Context: an optimization exercise on an open-source flow, tuned for small area. The choices shown serve that exercise and are no tape-out recipe. The RTL was checked by simulation tests, not by an equivalence proof against the original design. Power and IR drop assume default switching activity.

== old ==
// rds_group_decoder
module rds_group_decoder (
    input  wire        clk,
    input  wire        rst,           
    input  wire [1:0]  mode,          
    input  wire [1:0]  corr,          
    input  wire [3:0]  loss_n,        
    input  wire        lock,          
    input  wire        bit_valid,
    input  wire        bit_in,
    output wire [1:0]  rds_sync,      
    output reg         rec_valid,
    output wire [15:0] rec_blk_a,
    output wire [15:0] rec_blk_b,
    output wire [15:0] rec_blk_c,
    output wire [15:0] rec_blk_d,
    output wire [7:0]  rec_bstat,
    output wire [5:0]  rec_flags,
    output wire [4:0]  rec_cbits,
    output wire [15:0] rec_pi_conf,
    output wire        sync_evt,
    output reg  [2:0]  sync_off,
    output reg         loss_evt,
    output wire        loss_cause,    
    output reg         pi_evt,
    output wire [15:0] pi_new
);
For scale: roughly 1100 cells after synthesis, ~180 flip-flops, roughly 140 I/O pins, roughly 8800 um2 of cells after synthesis.
export LEC_CHECK = 0
export ABC_AREA = 1
export CAP_MARGIN = 0
export CORE_MARGIN = 2
export CORE_UTILIZATION = 40
export CTS_BUF_LIST = sky130_fd_sc_hd__clkbuf_8
export CTS_CLUSTER_SIZE = 13
export GPL_TIMING_DRIVEN = 0
export PLACE_DENSITY = 0.6
export SLEW_MARGIN = 0
create_clock -name core_clock -period 12.0 [get_ports {clk}]
standard.sh (not shown) runs the stock make flow with config.mk's settings and CLKGATE_MAP_FILE= SYNTH_SCRIPT=/design/flow/synth_recipe.tcl, a recipe that flattens the netlist after the stock synthesis.
==> flow/flow/run.sh <==
#!/bin/bash
# The standard layout, with these changes:
#  - synthesis maps the logic with an area-oriented ABC script (flow/area.abc);
#    adders are left to ABC; registers, flattening and renaming are as in
#    the standard flow's own synthesis script (flow/synth_area.tcl);
#  - each input and output port gets the smallest buffer, buf_1;
#  - clock tree: buf_8 clock buffers for clusters of up to 13 registers, a
#    buf_4 at the root, and no dummy loads.
set -euo pipefail
here=$(pwd)
export AREA_ABC_SCRIPT="$here/flow/area.abc"
bash standard.sh SYNTH_SCRIPT="$here/flow/synth_area.tcl" \
    SYNTH_INSBUF=0 BUFFER_PORTS_ARGS="-buffer_cell sky130_fd_sc_hd__buf_1" \
    CTS_ARGS="-sink_clustering_enable -repair_clock_nets -sink_clustering_size 13 -buf_list sky130_fd_sc_hd__clkbuf_8 -root_buf sky130_fd_sc_hd__clkbuf_4 -dont_use_dummy_load" \
    finish > standard_flow.log 2>&1
==> flow/flow/area.abc <==
strash
&get -n
&deepsyn -T 60
&put
dch -f
amap
topo
==> flow/flow/synth_area.tcl <==
# The standard flow's synthesis script (synth_recipe.tcl), with the logic mapped for area:
# ABC runs flow/area.abc instead of ORFS's script, and adders are left to ABC
# rather than extracted as half and full adder cells. Registers, flattening
# and renaming are as in the standard flow's script.
proc synth {args} { yosys synth -nofsm -noshare {*}$args }
proc extract_fa {args} {}
proc abc {args} {
  set i [lsearch -exact $args -script]
  if { $i >= 0 } { lset args [expr {$i + 1}] $::env(AREA_ABC_SCRIPT) }
  yosys abc {*}$args
}
source $::env(SCRIPTS_DIR)/synth.tcl
# left out here: clear keep_hierarchy, flatten, clean up, hide names made inside functions, write 1_2_yosys.v
old completed every stage of the flow, and the final layout passed the timing, DRC and antenna checks.
What new does differently from old at the input level:
Settings: changing CTS_CLUSTER_SIZE from 13 to 16.
==> flow/flow/run.sh <==
#!/bin/bash
set -euo pipefail
here=$(pwd)
export AREA_ABC_SCRIPT="$here/flow/area.abc"
bash standard.sh SYNTH_SCRIPT="$here/flow/synth_area.tcl" \
    SYNTH_INSBUF=0 BUFFER_PORTS_ARGS="-buffer_cell sky130_fd_sc_hd__buf_1" \
    CTS_ARGS="-sink_clustering_enable -repair_clock_nets -sink_clustering_size 16 -buf_list sky130_fd_sc_hd__clkbuf_8 -root_buf sky130_fd_sc_hd__clkbuf_4 -dont_use_dummy_load" \
    finish > standard_flow.log 2>&1
Findings:
- Comparing old against new, there is no change at all in placement-stage cell area.
- Time the worst path needs with I/O delays and setup came out exactly the same in new and old.
- From new to old, clock buffer count in the final layout did not move at all.
- On post-route total power, new and old are neck and neck.

==> static timing again, ports no longer ideal <==
In the flow no input, the clock included, has a driving cell. The finished layouts below were timed again as built, in two steps.
Step 1 assumes that a clkbuf_16 drives the clock port and a buf_2 every other input.
Step 2 times the ports against the registers' clock, not the clock port: input delays grow and output delays shrink by t, the midpoint of the rising clock arrivals with the driver on.
Slacks: no drivers / after step 1 / after step 2; pairs: no drivers / after step 1.
run	t, ns	slack for setup (ns)	worst hold slack (ns)	worst register clock-pin slew, ns	cell pins on the clock port's net
old	0.653	4.236 / 4.257 / 3.604	0.422 / 0.422 / 0.422	0.12 / 0.12	1
new	0.653	4.236 / 4.257 / 3.604	0.422 / 0.422 / 0.422	0.12 / 0.12	1
After both steps every run listed still meets setup and hold.
